Context: an optimization exercise on an open-source flow, tuned for small area. The choices shown serve that exercise and are no tape-out recipe.
The RTL was checked by simulation tests, not by an equivalence proof against the original design.
No activity file was given, so power comes from the tool's default toggle rates.

==> 11-18: inputs <==
==> flow/design.v <==
module sd_sinc3 #(
    parameter FAST = 0
) (
    input  wire        clk,
    input  wire        zero,       
    input  wire        act,        
    input  wire        x,          
    input  wire        main_end,   
    input  wire        fast_end,   
    input  wire [1:0]  osr_sel,
    input  wire [15:0] hf,         
    input  wire [15:0] hm,         
    input  wire [14:0] hl,         
    input  wire [3:0]  fp,         
    input  wire [8:0]  hi_lim,
    input  wire [8:0]  lo_lim,
    output wire [24:0] sum,        
    output wire        clip,
    output wire        lost,       
    output wire [8:0]  fsum,       
    output wire        fover
);
    localparam FW = FAST ? 15 : 0;
    localparam W  = 24 + 24 + 22 + 8 + 6 + 1 + FW;
    reg  [W-1:0] s0, s1, s2;
    wire [W-1:0] head = zero ? {W{1'b0}} : s2;
    wire [W-1:0] nxt;
    always @(posedge clk) begin
        s0 <= nxt;
        s1 <= s0;
        s2 <= s1;
    end
    wire [23:0] a    = head[23:0];
    wire [23:0] b    = head[47:24];
    wire [21:0] c    = head[69:48];
    wire [7:0]  ones = head[77:70];
    wire [5:0]  run  = head[83:78];
    wire        last = head[84];
    wire xa = x && act;
    wire me = act && main_end;
    wire [24:0] sa = {1'b0, a} + (xa ? {9'd0, hf} : 25'd0);
    wire [23:0] sb = b + (xa ? {8'd0, hm} : 24'd0);
    wire [21:0] sc = c + (xa ? {7'd0, hl} : 22'd0);
    wire [8:0]  n  = {1'b0, ones} + {8'd0, xa};
    assign sum = sa;
    wire [23:0] a_n    = me ? sb : sa[23:0];
    wire [23:0] b_n    = me ? {2'd0, sc} : sb;
    wire [21:0] c_n    = me ? 22'd0 : sc;
    wire [7:0]  ones_n = me ? 8'd0 : n[7:0];
    reg [8:0] clip_hi, clip_lo;
    always @(*) begin
        case (osr_sel)
            2'd0:    begin clip_hi = 9'd31;  clip_lo = 9'd1;  end
            2'd1:    begin clip_hi = 9'd61;  clip_lo = 9'd3;  end
            2'd2:    begin clip_hi = 9'd122; clip_lo = 9'd6;  end
            default: begin clip_hi = 9'd244; clip_lo = 9'd12; end
        endcase
    end
    assign clip = (n >= clip_hi) || (n <= clip_lo);
    wire [5:0] run_n;
    wire       last_n;
    sd_lossdet u_loss (
        .act(act), .x(x), .run(run), .last(last),
        .run_n(run_n), .last_n(last_n), .lost(lost)
    );
    generate
        if (FAST) begin : g_fast
            wire [7:0] fa = head[92:85];
            wire [6:0] fb = head[99:93];
            wire [7:0] fa_n;
            wire [6:0] fb_n;
            sd_sinc2 u_fast (
                .act(act), .x(x), .win_end(fast_end), .fp(fp),
                .fa(fa), .fb(fb), .hi_lim(hi_lim), .lo_lim(lo_lim),
                .fa_n(fa_n), .fb_n(fb_n), .sample(fsum), .over(fover)
            );
            assign nxt = {fb_n, fa_n, last_n, run_n, ones_n, c_n, b_n, a_n};
        end else begin : g_nofast
            assign fsum  = 9'd0;
            assign fover = 1'b0;
            assign nxt = {last_n, run_n, ones_n, c_n, b_n, a_n};
        end
    endgenerate
endmodule
module sd_sinc2 (
    input  wire       act,
    input  wire       x,
    input  wire       win_end,     
    input  wire [3:0] fp,          
    input  wire [7:0] fa,
    input  wire [6:0] fb,
    input  wire [8:0] hi_lim,
    input  wire [8:0] lo_lim,
    output wire [7:0] fa_n,
    output wire [6:0] fb_n,
    output wire [8:0] sample,      
    output wire       over
);
    wire xa = x && act;
    wire we = act && win_end;
    wire [8:0] sa = {1'b0, fa} + (xa ? 9'd16 - {5'd0, fp} : 9'd0);
    wire [6:0] sb = fb + (xa ? {3'd0, fp} : 7'd0);
    assign sample = sa;
    assign fa_n   = we ? {1'b0, sb} : sa[7:0];
    assign fb_n   = we ? 7'd0 : sb;
    assign over   = (sa >= hi_lim) || (sa <= lo_lim);
endmodule
module sd_lossdet (
    input  wire       act,
    input  wire       x,
    input  wire [5:0] run,
    input  wire       last,
    output wire [5:0] run_n,
    output wire       last_n,
    output wire       lost
);
    wire same = (run != 6'd0) && (x == last);
    assign run_n  = !act ? run : same ? run + 6'd1 : 6'd1;
    assign last_n = act ? x : last;
    assign lost   = act && same && (run == 6'd63);
endmodule
module sd_decim (
    input  wire         clk,
    input  wire         rst,         
    input  wire         enable,
    input  wire [1:0]   osr_sel,     
    input  wire [6:0]   oc_thr,
    input  wire         mod_tick,
    input  wire [5:0]   sd_in,
    output reg          main_valid,
    output reg  [149:0] main_data,
    output reg  [5:0]   main_clip,
    output reg          fast_valid,
    output reg  [26:0]  fast_data,
    output reg  [2:0]   oc_trip,
    output reg  [5:0]   sd_loss
);
    wire clr  = rst || !enable;
    wire tick = mod_tick && !clr;
    reg        p1, p2, p3;
    reg        clr_d1, clr_d2;       
    reg  [1:0] hc;                   
    reg  [5:0] xcap;                 
    reg  [7:0] phase;                
    reg        primed;               
    wire       act  = (p1 || p2 || p3) && !clr;
    wire       zero = clr || clr_d1 || clr_d2;
    wire [8:0] osr      = 9'd32 << osr_sel;
    wire       main_end = (phase == osr[7:0] - 8'd1);
    wire       fast_end = (phase[3:0] == 4'd15);
    reg  [15:0] hf, hm;
    reg  [14:0] hl;
    reg  [15:0] hf0, hm0;
    always @(*) begin
        case (osr_sel)
            2'd0:    begin hf0 = 16'd528;   hm0 = 16'd496;   end
            2'd1:    begin hf0 = 16'd2080;  hm0 = 16'd2016;  end
            2'd2:    begin hf0 = 16'd8256;  hm0 = 16'd8128;  end
            default: begin hf0 = 16'd32896; hm0 = 16'd32640; end
        endcase
    end
    wire [8:0] n_i = osr - {1'b0, phase};           
    always @(posedge clk) begin
        clr_d1 <= clr;
        clr_d2 <= clr_d1;
        if (clr) begin
            p1     <= 1'b0;
            p2     <= 1'b0;
            p3     <= 1'b0;
            hc     <= 2'd0;
            phase  <= 8'd0;
            primed <= 1'b0;
            hf     <= hf0;
            hm     <= hm0;
            hl     <= 15'd0;
            main_valid <= 1'b0;
            fast_valid <= 1'b0;
        end else begin
            p1 <= tick;
            p2 <= p1;
            p3 <= p2;
            hc <= (hc == 2'd2) ? 2'd0 : hc + 2'd1;
            main_valid <= p3 && main_end;
            fast_valid <= p3 && fast_end;
            if (p3) begin
                if (fast_end)
                    primed <= 1'b1;
                if (main_end) begin
                    phase <= 8'd0;
                    hf    <= hf0;
                    hm    <= hm0;
                    hl    <= 15'd0;
                end else begin
                    phase <= phase + 8'd1;
                    hf    <= hf - {7'd0, n_i};
                    hm    <= hm + {7'd0, n_i} - {8'd0, phase};
                    hl    <= hl + {7'd0, phase};
                end
            end
        end
        if (tick)
            xcap <= sd_in;
    end
    wire [8:0] hi_lim = 9'd128 + {2'd0, oc_thr};
    wire [8:0] lo_lim = 9'd128 - {2'd0, oc_thr};
    wire [24:0] sum0, sum1;
    wire        clip0, clip1, lost0, lost1;
    wire [8:0]  fsum;
    wire        fover;
    sd_sinc3 #(.FAST(1)) u_lane0 (
        .clk(clk), .zero(zero), .act(act), .x(xcap[hc]),
        .main_end(main_end), .fast_end(fast_end), .osr_sel(osr_sel),
        .hf(hf), .hm(hm), .hl(hl), .fp(phase[3:0]),
        .hi_lim(hi_lim), .lo_lim(lo_lim),
        .sum(sum0), .clip(clip0), .lost(lost0), .fsum(fsum), .fover(fover)
    );
    sd_sinc3 #(.FAST(0)) u_lane1 (
        .clk(clk), .zero(zero), .act(act), .x(xcap[3 + hc]),
        .main_end(main_end), .fast_end(fast_end), .osr_sel(osr_sel),
        .hf(hf), .hm(hm), .hl(hl), .fp(phase[3:0]),
        .hi_lim(hi_lim), .lo_lim(lo_lim),
        .sum(sum1), .clip(clip1), .lost(lost1), .fsum(), .fover()
    );
    wire ld_main = act && main_end;
    wire ld_fast = act && fast_end;
    integer j;
    always @(posedge clk) begin
        for (j = 0; j < 3; j = j + 1) begin
            if (clr) begin
                main_data[25*j +: 25]     <= 25'd0;
                main_data[25*j + 75 +: 25] <= 25'd0;
                main_clip[j]     <= 1'b0;
                main_clip[j + 3] <= 1'b0;
                fast_data[9*j +: 9] <= 9'd0;
                oc_trip[j]       <= 1'b0;
                sd_loss[j]       <= 1'b0;
                sd_loss[j + 3]   <= 1'b0;
            end else if (hc == j) begin
                if (ld_main) begin
                    main_data[25*j +: 25]      <= sum0;
                    main_data[25*j + 75 +: 25] <= sum1;
                    main_clip[j]     <= clip0;
                    main_clip[j + 3] <= clip1;
                end
                if (ld_fast) begin
                    fast_data[9*j +: 9] <= fsum;
                    if (primed && fover)
                        oc_trip[j] <= 1'b1;
                end
                if (lost0)
                    sd_loss[j] <= 1'b1;
                if (lost1)
                    sd_loss[j + 3] <= 1'b1;
            end
        end
    end
endmodule
==> flow/run.sh <==
#!/bin/bash
# synth_recipe.tcl (not shown) runs the flow's synth.tcl, then flattens the netlist and writes it again
# the make line also repeats each setting of config.mk as NAME=value (left out here)
make -C /OpenROAD-flow-scripts/flow DESIGN_CONFIG=/design/flow/config.mk WORK_HOME=/design/flow/orfs CLKGATE_MAP_FILE= SYNTH_SCRIPT=/design/flow/synth_recipe.tcl finish
==> flow/config.mk <==
export PLATFORM = sky130hd
export DESIGN_NAME = sd_decim
export DESIGN_NICKNAME = sd_decim
export VERILOG_FILES = /design/flow/design.v
export SDC_FILE = /design/flow/constraint.sdc
export NUM_CORES = 4
export LEC_CHECK = 0
export CAP_MARGIN = 20
export CORE_MARGIN = 2
export CORE_UTILIZATION = 40
export PLACE_DENSITY = 0.6
export SLEW_MARGIN = 20
==> flow/constraint.sdc <==
create_clock -name core_clock -period 10.0 [get_ports {clk}]
set_input_delay 2.0000 -clock core_clock [delete_from_list [all_inputs] [get_ports {clk}]]
set_output_delay 2.0000 -clock core_clock [all_outputs]
set_load 0.01 [all_outputs]
==> 09-22 (differences from 11-18) <==
==> flow/design.v, changed modules only <==
module sd_sinc3 #(
    parameter FAST = 0
) (
    input  wire        clk,
    input  wire        zero,       
    input  wire        act,        
    input  wire        x,          
    input  wire        main_end,   
    input  wire        fast_end,   
    input  wire        take_b,     
    input  wire [23:0] b_in,
    input  wire [1:0]  osr_sel,
    input  wire [15:0] hf,         
    input  wire [3:0]  fp,         
    input  wire [8:0]  hi_lim,
    input  wire [8:0]  lo_lim,
    output wire [24:0] sum,        
    output wire        clip,
    output wire        lost,       
    output wire [8:0]  fsum,       
    output wire        fover
);
    localparam FW = FAST ? 15 : 0;
    localparam W  = 24 + 8 + 6 + 1 + FW;
    reg  [W-1:0] s0, s1, s2;
    wire [W-1:0] head = zero ? {W{1'b0}} : s2;
    wire [W-1:0] nxt;
    always @(posedge clk) begin
        s0 <= nxt;
        s1 <= s0;
        s2 <= s1;
    end
    wire [23:0] a    = head[23:0];
    wire [7:0]  ones = head[31:24];
    wire [5:0]  run  = head[37:32];
    wire        last = head[38];
    wire xa = x && act;
    wire me = act && main_end;
    wire [24:0] sa = {1'b0, a} + (xa ? {9'd0, hf} : 25'd0);
    wire [8:0]  n  = {1'b0, ones} + {8'd0, xa};
    assign sum = sa;
    wire [23:0] a_n    = take_b ? b_in : sa[23:0];
    wire [7:0]  ones_n = me ? 8'd0 : n[7:0];
    reg [8:0] clip_hi, clip_lo;
    always @(*) begin
        case (osr_sel)
            2'd0:    begin clip_hi = 9'd31;  clip_lo = 9'd1;  end
            2'd1:    begin clip_hi = 9'd61;  clip_lo = 9'd3;  end
            2'd2:    begin clip_hi = 9'd122; clip_lo = 9'd6;  end
            default: begin clip_hi = 9'd244; clip_lo = 9'd12; end
        endcase
    end
    assign clip = (n >= clip_hi) || (n <= clip_lo);
    wire [5:0] run_n;
    wire       last_n;
    sd_lossdet u_loss (
        .act(act), .x(x), .run(run), .last(last),
        .run_n(run_n), .last_n(last_n), .lost(lost)
    );
    generate
        if (FAST) begin : g_fast
            wire [7:0] fa = head[46:39];
            wire [6:0] fb = head[53:47];
            wire [7:0] fa_n;
            wire [6:0] fb_n;
            sd_sinc2 u_fast (
                .act(act), .x(x), .win_end(fast_end), .fp(fp),
                .fa(fa), .fb(fb), .hi_lim(hi_lim), .lo_lim(lo_lim),
                .fa_n(fa_n), .fb_n(fb_n), .sample(fsum), .over(fover)
            );
            assign nxt = {fb_n, fa_n, last_n, run_n, ones_n, a_n};
        end else begin : g_nofast
            assign fsum  = 9'd0;
            assign fover = 1'b0;
            assign nxt = {last_n, run_n, ones_n, a_n};
        end
    endgenerate
endmodule
module sd_sinc3_bc (
    input  wire        clk,
    input  wire        zero,       
    input  wire        act,        
    input  wire        x,          
    input  wire        main_end,   
    input  wire [15:0] hm,         
    input  wire [14:0] hl,         
    output wire [23:0] b_out       
);
    reg  [45:0] s0, s1, s2, s3, s4, s5;
    wire [45:0] head = zero ? 46'd0 : s5;
    wire [23:0] b = head[23:0];
    wire [21:0] c = head[45:24];
    wire xa = x && act;
    wire me = act && main_end;
    wire [23:0] sb = b + (xa ? {8'd0, hm} : 24'd0);
    wire [21:0] sc = c + (xa ? {7'd0, hl} : 22'd0);
    assign b_out = sb;
    always @(posedge clk) begin
        s0 <= me ? {22'd0, 2'd0, sc} : {sc, sb};
        s1 <= s0;
        s2 <= s1;
        s3 <= s2;
        s4 <= s3;
        s5 <= s4;
    end
endmodule
module sd_decim (
    input  wire         clk,
    input  wire         rst,         
    input  wire         enable,
    input  wire [1:0]   osr_sel,     
    input  wire [6:0]   oc_thr,
    input  wire         mod_tick,
    input  wire [5:0]   sd_in,
    output reg          main_valid,
    output reg  [149:0] main_data,
    output reg  [5:0]   main_clip,
    output reg          fast_valid,
    output reg  [26:0]  fast_data,
    output reg  [2:0]   oc_trip,
    output reg  [5:0]   sd_loss
);
    wire clr  = rst || !enable;
    wire tick = mod_tick && !clr;
    reg        p1, p2, p3, p4, p5, p6;
    reg  [2:0] zc;                   
    reg  [2:0] bc;                   
    reg  [5:0] xcap;                 
    reg  [7:0] phase;                
    reg        primed;               
    wire       act    = (p1 || p2 || p3) && !clr;
    wire       act_bc = (p1 || p2 || p3 || p4 || p5 || p6) && !clr;
    wire       zero   = clr || zc[2];            
    wire       zero_bc = clr || zc != 3'd0;      
    wire       bc_hi  = bc[2] || bc[1] && bc[0];   
    wire [1:0] hc     = bc_hi ? bc[1:0] - 2'd3 : bc[1:0];
    wire [8:0] osr      = 9'd32 << osr_sel;
    wire       main_end = (phase == osr[7:0] - 8'd1);
    wire       fast_end = (phase[3:0] == 4'd15);
    reg  [15:0] hf, hm;
    reg  [14:0] hl;
    reg  [15:0] hf0, hm0;
    always @(*) begin
        case (osr_sel)
            2'd0:    begin hf0 = 16'd528;   hm0 = 16'd496;   end
            2'd1:    begin hf0 = 16'd2080;  hm0 = 16'd2016;  end
            2'd2:    begin hf0 = 16'd8256;  hm0 = 16'd8128;  end
            default: begin hf0 = 16'd32896; hm0 = 16'd32640; end
        endcase
    end
    wire [8:0] n_i = osr - {1'b0, phase};           
    always @(posedge clk) begin
        if (clr) begin
            p1     <= 1'b0;
            p2     <= 1'b0;
            p3     <= 1'b0;
            p4     <= 1'b0;
            p5     <= 1'b0;
            p6     <= 1'b0;
            zc     <= 3'd5;
            bc     <= 3'd0;
            phase  <= 8'd0;
            primed <= 1'b0;
            hf     <= hf0;
            hm     <= hm0;
            hl     <= 15'd0;
            main_valid <= 1'b0;
            fast_valid <= 1'b0;
        end else begin
            p1 <= tick;
            p2 <= p1;
            p3 <= p2;
            p4 <= p3;
            p5 <= p4;
            p6 <= p5;
            if (zc != 3'd0)
                zc <= zc - 3'd1;
            bc <= (bc == 3'd5) ? 3'd0 : bc + 3'd1;
            main_valid <= p3 && main_end;
            fast_valid <= p3 && fast_end;
            if (p3 && fast_end)
                primed <= 1'b1;
            if (p6) begin
                if (main_end) begin
                    phase <= 8'd0;
                    hf    <= hf0;
                    hm    <= hm0;
                    hl    <= 15'd0;
                end else begin
                    phase <= phase + 8'd1;
                    hf    <= hf - {7'd0, n_i};
                    hm    <= hm + {7'd0, n_i} - {8'd0, phase};
                    hl    <= hl + {7'd0, phase};
                end
            end
        end
        if (tick)
            xcap <= sd_in;
    end
    wire [8:0] hi_lim = 9'd128 + {2'd0, oc_thr};
    wire [8:0] lo_lim = 9'd128 - {2'd0, oc_thr};
    wire [24:0] sum0, sum1;
    wire        clip0, clip1, lost0, lost1;
    wire [8:0]  fsum;
    wire        fover;
    wire [23:0] b_out;
    wire        take = act_bc && main_end;
    sd_sinc3_bc u_bc (
        .clk(clk), .zero(zero_bc), .act(act_bc), .x(xcap[bc]),
        .main_end(main_end), .hm(hm), .hl(hl), .b_out(b_out)
    );
    sd_sinc3 #(.FAST(1)) u_lane0 (
        .clk(clk), .zero(zero), .act(act), .x(xcap[hc]),
        .main_end(main_end), .fast_end(fast_end),
        .take_b(take && !bc_hi), .b_in(b_out), .osr_sel(osr_sel),
        .hf(hf), .fp(phase[3:0]), .hi_lim(hi_lim), .lo_lim(lo_lim),
        .sum(sum0), .clip(clip0), .lost(lost0), .fsum(fsum), .fover(fover)
    );
    sd_sinc3 #(.FAST(0)) u_lane1 (
        .clk(clk), .zero(zero), .act(act), .x(xcap[3 + hc]),
        .main_end(main_end), .fast_end(fast_end),
        .take_b(take && bc_hi), .b_in(b_out), .osr_sel(osr_sel),
        .hf(hf), .fp(phase[3:0]), .hi_lim(hi_lim), .lo_lim(lo_lim),
        .sum(sum1), .clip(clip1), .lost(lost1), .fsum(), .fover()
    );
    wire ld_main = act && main_end;
    wire ld_fast = act && fast_end;
    wire [24:0] bus0 = clr ? 25'd0 : sum0;
    wire [24:0] bus1 = clr ? 25'd0 : sum1;
    wire        cb0  = clip0 && !clr;
    wire        cb1  = clip1 && !clr;
    wire [8:0]  fbus = clr ? 9'd0 : fsum;
    integer j;
    always @(posedge clk) begin
        for (j = 0; j < 3; j = j + 1) begin
            if (clr || (ld_main && hc == j)) begin
                main_data[25*j +: 25]      <= bus0;
                main_data[25*j + 75 +: 25] <= bus1;
                main_clip[j]     <= cb0;
                main_clip[j + 3] <= cb1;
            end
            if (clr || (ld_fast && hc == j))
                fast_data[9*j +: 9] <= fbus;
            if (clr)
                oc_trip[j] <= 1'b0;
            else if (ld_fast && hc == j && primed && fover)
                oc_trip[j] <= 1'b1;
            if (clr)
                sd_loss[j] <= 1'b0;
            else if (lost0 && hc == j)
                sd_loss[j] <= 1'b1;
            if (clr)
                sd_loss[j + 3] <= 1'b0;
            else if (lost1 && hc == j)
                sd_loss[j + 3] <= 1'b1;
        end
    end
endmodule
==> out/results.tsv <==
stage	metric	value	unit
final_layout	clock buffer count	118	
die	Die Height	287	um
final_layout	FF+latch area	0.0167	mm2
synth	Synth Area in Adders	0.0822	
status	status	no timing/DRC/antenna violations	
critical_path	CP endpoint	main_data[44]$_SDFFE_PP0P_	
final_layout	most frequent cells in the layout	780 x dfxtp_1, 401 x nand2_1, 279 x nor2_1, 235 x a21oi_1, 212 x clkdlybuf4s50_1	
synth	top cells by area, synth	dfxtp_1 49%, ha_1 7.4%, nand2_1 4.7%, a21oi_1 3.7%, edfxtp_1 3.5%	
power_and_ir_drop	Comb pwr share	0.053	
That was 11-18.
==> out/results.tsv <==
stage	metric	value	unit
final_layout	most frequent cells in the layout	602 x dfxtp_1, 220 x edfxtp_1, 212 x clkdlybuf4s50_1, 189 x nor2_1, 176 x nand2_1	
synth	top cells by area, synth	dfxtp_1 40%, edfxtp_1 22%, ha_1 6.7%, and3_1 2.6%, xnor2_1 2.5%	
final_layout	FF+latch area	0.0187	mm2
status	status	no timing/DRC/antenna violations	
critical_path	CP endpoint	oc_trip[1]$_SDFFE_PN0P_	
That was 09-22.

-- separate check: timing with driven ports --
No port has a modelled driver above. Below, the same layouts with a new extraction and two added sets of constraints.
Step 1 assumes that a clkbuf_16 drives the clock port and a buf_2 every other input.
Step 2 also shifts input and output timing later by t, the mid clock arrival at the registers, as if the neighbouring blocks saw the same clock.
a / b / c = no drivers / after step 1 / after step 2; a / b = the first two.
run | shift t [ns] | setup slack, ns | worst setup path at the end | worst register clock-pin slew, ns | worst slew at a driven data input, ns
11-18 | 0.701 | 3.314 / 3.350 / 2.649 | input to register | 0.06 / 0.06 | 0.04
09-22 | 0.686 | 3.405 / 3.422 / 2.755 | input to register | 0.07 / 0.07 | 0.06
After both steps setup and hold are still met in every run listed. The setup slack of 11-18, which loses most, moves by +0.036 ns with the drivers and by -0.665 ns with both steps.
